Background: an optimization exercise with open tools, aiming at small area, a short achievable clock period and few clock cycles per item. Do not read the settings as production practice.
RTL that was checked went through simulation tests only; none was proved equivalent to the original.

red:
## fma32
module fma32 (
    input  wire        clk,
    input  wire        rst,         
    input  wire        in_valid,
    input  wire [31:0] a,
    input  wire [31:0] b,
    input  wire [31:0] c,
    input  wire        strict,      
    input  wire [1:0]  rnd,         
    output reg         out_valid,
    output wire [31:0] result,
    output wire [3:0]  flags        
);
    reg        s0_valid;
    reg [31:0] s0_a, s0_b, s0_c;
    reg        s0_strict;
    reg [1:0]  s0_rnd;
    reg [1:0]  vpipe;
    fma32_core u_core (
        .clk    (clk),
        .a      (s0_a),
        .b      (s0_b),
        .c      (s0_c),
        .strict (s0_strict),
        .rnd    (s0_rnd),
        .result (result),
        .flags  (flags)
    );
    always @(posedge clk) begin
        if (rst) begin
            s0_valid  <= 1'b0;
            vpipe     <= 2'b00;
            out_valid <= 1'b0;
        end else begin
            s0_valid  <= in_valid;
            vpipe     <= {vpipe[0], s0_valid};
            out_valid <= vpipe[1];
        end
    end
    always @(posedge clk) begin
        s0_a      <= a;
        s0_b      <= b;
        s0_c      <= c;
        s0_strict <= strict;
        s0_rnd    <= rnd;
    end
endmodule
For scale: roughly 330 flip-flops, ~140 I/O pins, about 0.042 mm^2 of cells after synthesis.
Settings: LEC_CHECK=0, ABC_AREA=1, CAP_MARGIN=20, CORE_MARGIN=2, CORE_UTILIZATION=55, CTS_CLUSTER_DIAMETER=150, CTS_CLUSTER_SIZE=30, PLACE_DENSITY=0.65, SLEW_MARGIN=20; clock period 28.0 ns.
standard.sh (not shown) runs the stock make flow with config.mk's settings and CLKGATE_MAP_FILE= SYNTH_SCRIPT=/design/flow/synth_recipe.tcl, a recipe that flattens the netlist after the stock synthesis.
==> flow/flow/run.sh <==
#!/bin/bash
set -e
export SETUP_SLACK_MARGIN=21.4
export BUFFER_PORTS_ARGS="-inputs -outputs -buffer_cell sky130_fd_sc_hd__buf_1"
bash standard.sh > standard.log 2>&1
Testbench counts of red, summed over its fixed seeds: cycles 12,024, items 12,000.
The following lists how blue was set up differently from red:
diff --git a/flow/config.mk b/flow/config.mk
--- a/flow/config.mk
+++ b/flow/config.mk
@@ -9 +9 @@
-export CAP_MARGIN = 20
+export CAP_MARGIN = 0
@@ -11 +11 @@
-export CORE_UTILIZATION = 55
+export CORE_UTILIZATION = 40
@@ -14,2 +14 @@
-export PLACE_DENSITY = 0.65
-export SLEW_MARGIN = 20
+export SLEW_MARGIN = 0
Results
Of red and blue, the run reporting the higher clock latency reported for the late side of the worst-skew pair was blue. Worst setup slack: blue vs red — no meaningful difference. For blue, the last element of the critical path was result[15], unlike red, where it was u_core.r2_mnz[6]. Sort red and blue by filler cell count in the final layout desc -> top: blue.
Changes in green relative to blue:
==> flow/flow/run.sh <==
#!/bin/bash
set -e
export SETUP_SLACK_MARGIN=21.4
bash standard.sh > standard.log 2>&1
diff --git a/flow/config.mk b/flow/config.mk
--- a/flow/config.mk
+++ b/flow/config.mk
@@ -9 +9 @@
-export CAP_MARGIN = 0
+export CAP_MARGIN = 20
@@ -11,4 +11,3 @@
-export CORE_UTILIZATION = 40
-export CTS_CLUSTER_DIAMETER = 150
-export CTS_CLUSTER_SIZE = 30
-export SLEW_MARGIN = 0
+export CORE_UTILIZATION = 55
+export PLACE_DENSITY = 0.65
+export SLEW_MARGIN = 20
--- outcome ---
Between blue and green, the flow reports overall routed net length decreasing slightly.
Going from blue to green, ratio of final minimum period to clock period held; time the worst path needs with I/O delays and setup went up.
Post-layout instance count excluding filler cells (higher): blue
Comparing blue and green, the higher per-cell via count in the routed design is on green.
Final core area utilization sits higher in green than in blue.
Comparing green with blue, the timing-limited maximum frequency came out essentially unchanged.
Filler cell count in the final layout: green < blue
--- input diff green..orange ---
diff --git a/flow/config.mk b/flow/config.mk
--- a/flow/config.mk
+++ b/flow/config.mk
@@ -11,2 +11,3 @@
-export CORE_UTILIZATION = 55
-export PLACE_DENSITY = 0.65
+export CORE_UTILIZATION = 40
+export CTS_CLUSTER_DIAMETER = 150
+export CTS_CLUSTER_SIZE = 30
[summary]
The global routing usage summed across all routing layers number comes out lower for orange vs green. Max-slew headroom at the worst pin is lower on orange. Diff green..orange | post-route fraction of the period consumed by the critical path | negligible. Summary: with green as the reference, count of standard-cell rows in orange moved up by more than 10%.
--- input diff orange..purple ---
diff --git a/flow/config.mk b/flow/config.mk
--- a/flow/config.mk
+++ b/flow/config.mk
@@ -12,2 +11,0 @@
-export CTS_CLUSTER_DIAMETER = 150
-export CTS_CLUSTER_SIZE = 30
Findings:
The higher clock latency of the later-clocked register in the worst-skew pair came out of purple. Relative to orange, share of the clock period used by the worst path after layout increased by 0.16 points in purple. Summary of purple over orange: footprint of the flip-flops and latches stayed essentially flat, non-clock buffer area fraction after layout now smaller, final setup slack of the worst path lower. Final standard cell count with taps included and fillers excluded: purple higher than orange. Lower multi-input combinational area share among orange and purple: purple. The total track usage reported for purple is greater than that of orange by 0.19 points.

== run 1 ==
Starting RTL as in the previous note.
Design fma32, start of the top module:
module fma32 (
    input  wire        clk,
    input  wire        rst,         
    input  wire        in_valid,
    input  wire [31:0] a,
    input  wire [31:0] b,
    input  wire [31:0] c,
    input  wire        strict,      
    input  wire [1:0]  rnd,         
    output reg         out_valid,
    output wire [31:0] result,
    output wire [3:0]  flags        
);
Settings: LEC_CHECK=0, ABC_AREA=1, CAP_MARGIN=20, CORE_MARGIN=2, CORE_UTILIZATION=40, SLEW_MARGIN=20; clock period 28.0 ns.
==> flow/flow/run.sh <==
#!/bin/bash
set -e
export SETUP_SLACK_MARGIN=21.4
export BUFFER_PORTS_ARGS="-inputs -outputs -buffer_cell sky130_fd_sc_hd__buf_1"
bash standard.sh > standard.log 2>&1
Testbench counts of run 1, summed over its fixed seeds: cycles 12,024, items 12,000.
#### Input delta (run 2 over run 1)
diff --git a/flow/config.mk b/flow/config.mk
--- a/flow/config.mk
+++ b/flow/config.mk
@@ -11,0 +12,2 @@
+export CTS_CLUSTER_DIAMETER = 150
+export CTS_CLUSTER_SIZE = 30
Comparing run 2 and run 1, the lower share of the clock period used by the worst path is on run 2. Between run 1 and run 2, the flow reports average routed wire per standard cell increasing slightly. Compared run 1 against run 2; wire length within noise. Diff run 1 -> run 2 | clock-pin slew reported for the worst setup and hold paths after clock tree synthesis | increase of 0.05 ns. Looking at first-pass GRT wire length across both flows, run 2 is the stronger of the two, with run 1 trailing. [compare] base=run 1 new=run 2: met3 layer wire length in the routed design went down 740 um; vias after detailed routing went down about 0.45%.
#### Input delta (run 3 over run 2)
diff --git a/flow/config.mk b/flow/config.mk
--- a/flow/config.mk
+++ b/flow/config.mk
@@ -9 +9 @@
-export CAP_MARGIN = 20
+export CAP_MARGIN = 10
@@ -14 +14 @@
-export SLEW_MARGIN = 20
+export SLEW_MARGIN = 10
==> run notes <==
On design area, run 2 and run 3 are basically level. Summary of run 3 over run 2: register cell area after layout closely matched the old numbers; endpoint required time on the critical path about even; via count of the first global-routing pass held steady; half-perimeter wire length of the detailed placement result saw little to no change; via count neither gained nor lost much. Compared with run 2, in run 3 global-route wire length before repair shows no meaningful change; final cell count shows no meaningful change. As far as total wirelength of the detailed-routed design goes, run 3 and run 2 are indistinguishable; the numbers are identical. No stage failed in run 3, and the final checks on the layout all came back clean.

== the previous run ==
Another version of the RTL of fma32 (not shown whole).
For scale: ~5800 cells after synthesis, about 330 flip-flops, about 140 I/O pins, ~0.046 mm² of cells after synthesis.
clock: 28.0 ns
lec_check: 0
cap_margin: 20
core_margin: 2
core_utilization: 40
slew_margin: 20
==> flow/flow/run.sh <==
#!/bin/bash
set -e
export SETUP_SLACK_MARGIN=${MARGIN:-19}
bash standard.sh > standard.log 2>&1
The previous run ended with every stage complete and zero timing, DRC or antenna violations.
Testbench counts of the previous run, summed over its fixed seeds: cycles 12,024, items 12,000.
The inputs of the current run differ from those of the previous run as listed below.
==> flow/run.sh (new file) <==
#!/bin/bash
# synth_recipe.tcl (not shown) runs the flow's synth.tcl, then flattens the netlist and writes it again
# the make line also repeats each setting of config.mk as NAME=value (left out here)
make -C /OpenROAD-flow-scripts/flow DESIGN_CONFIG=/design/flow/config.mk WORK_HOME=/design/flow/orfs CLKGATE_MAP_FILE= SYNTH_SCRIPT=/design/flow/synth_recipe.tcl finish
removed: flow/flow/run.sh
removed: flow/standard.sh
[summary]
The previous run closes out successfully: all stages finished, all timing, DRC and antenna checks passed. The current run ran to completion and came out clean on the timing, design-rule and antenna checks. The current run vs. the previous run: sequential share of layout area went up by 1.7 points. Against the previous run as the reference, the current run delivers a higher maximum fanout along the worst path.

juniper:
fma32, a different RTL version from the one above (not shown whole).
Size: ~6300 cells after synthesis, roughly 430 flip-flops, roughly 140 I/O pins.
make LEC_CHECK=0 CAP_MARGIN=20 CORE_MARGIN=2 CORE_UTILIZATION=40 SLEW_MARGIN=20 finish   # period 28.0 ns
run.sh (not shown) runs the stock make flow with config.mk's settings and CLKGATE_MAP_FILE= SYNTH_SCRIPT=/design/flow/synth_recipe.tcl, a recipe that flattens the netlist after the stock synthesis.
Stock flow here: none of the scripts above is used.
juniper finished every step from synthesis to the final layout, and the layout passed the timing, design-rule and antenna checks.
Here is what was changed in the inputs of tundra compared with juniper.
==> flow/flow/run.sh (new file) <==
#!/bin/bash
set -e
export SETUP_SLACK_MARGIN=21
bash standard.sh > standard.log 2>&1
==> flow/standard.sh (new file) <==
#!/bin/bash
# synth_recipe.tcl (not shown) runs the flow's synth.tcl, then flattens the netlist and writes it again
# the make line also repeats each setting of config.mk as NAME=value (left out here)
make -C /OpenROAD-flow-scripts/flow DESIGN_CONFIG=/design/flow/config.mk WORK_HOME=/design/flow/orfs CLKGATE_MAP_FILE= SYNTH_SCRIPT=/design/flow/synth_recipe.tcl "${@:-finish}"
removed: flow/run.sh
## What came out
Number of clock buffer instances in the layout ended up 4 higher on tundra than on juniper.
As far as share of cell area taken by muxes after synthesis goes, tundra and juniper are indistinguishable; the numbers are identical.
Compared with juniper, tundra shows met1 usage lower by 0.17 points.
Going from juniper to tundra, post-CTS setup-driven buffer insertion count went up, clock network area share did not really move, via count normalized by instance count did not really move.
Flop-to-flop setup slack: tundra better than juniper
Diff juniper and tundra: area growth from synthesis to layout lower in juniper
In the tables for juniper and tundra, endpoint required time on the critical path reads lower with tundra.
Re sequential share of layout area: tundra is 0.53 points down on juniper.
Relative to juniper, the clock latency reported for the late side of the worst-skew pair of tundra is lower by 20 ps.
No functional check of the RTL was part of any run of this note.

static timing again, ports no longer ideal:
In the flow no input, the clock included, has a driving cell. The finished layouts below were timed again as built, in two steps.
Step 1 assumes that a clkbuf_16 drives the clock port and a buf_2 every other input.
Step 2 adds t to the input delays and takes it off the output delays; t is the mean of the earliest and latest rising clock arrival at the registers after step 1. Input paths then give back, and output paths get back, about the clock's delay inside the block.
Slacks: no drivers / after step 1 / after step 2; pairs: no drivers / after step 1.
| run | t (ns) | setup WS [ns] | latest minus earliest clock arrival (ns) | worst data-port slew with drivers (ns) | pins driven straight from the clock port |
|---|---|---|---|---|---|
| red | 0.629 | 21.374 / 21.305 / 21.374 | 0.028 / 0.027 | 0.06 | 1 |
| blue | 0.650 | 21.375 / 21.301 / 21.561 | 0.042 / 0.042 | 0.04 | 1 |
| green | 0.657 | 21.372 / 21.299 / 21.601 | 0.033 / 0.033 | 0.06 | 1 |
| orange | 0.632 | 21.395 / 21.322 / 21.516 | 0.056 / 0.056 | 0.06 | 1 |
| purple | 0.678 | 21.351 / 21.279 / 21.596 | 0.026 / 0.027 | 0.06 | 1 |
| run 1 | 0.675 | 21.332 / 21.259 / 21.585 | 0.066 / 0.066 | 0.04 | 1 |
| run 2 | 0.650 | 21.375 / 21.301 / 21.561 | 0.042 / 0.042 | 0.04 | 1 |
| run 3 | 0.650 | 21.375 / 21.301 / 21.561 | 0.042 / 0.042 | 0.04 | 1 |
| the previous run | 0.643 | 17.216 / 17.216 / 17.216 | 0.054 / 0.054 | 0.13 | 1 |
| the current run | 0.616 | 14.271 / 14.271 / 14.271 | 0.035 / 0.036 | 0.14 | 1 |
| juniper | 0.749 | 19.440 / 19.440 / 19.440 | 0.077 / 0.078 | 0.06 | 1 |
| tundra | 0.726 | 21.126 / 21.065 / 21.126 | 0.055 / 0.055 | 0.07 | 1 |
After both steps setup and hold are still met in every run listed.
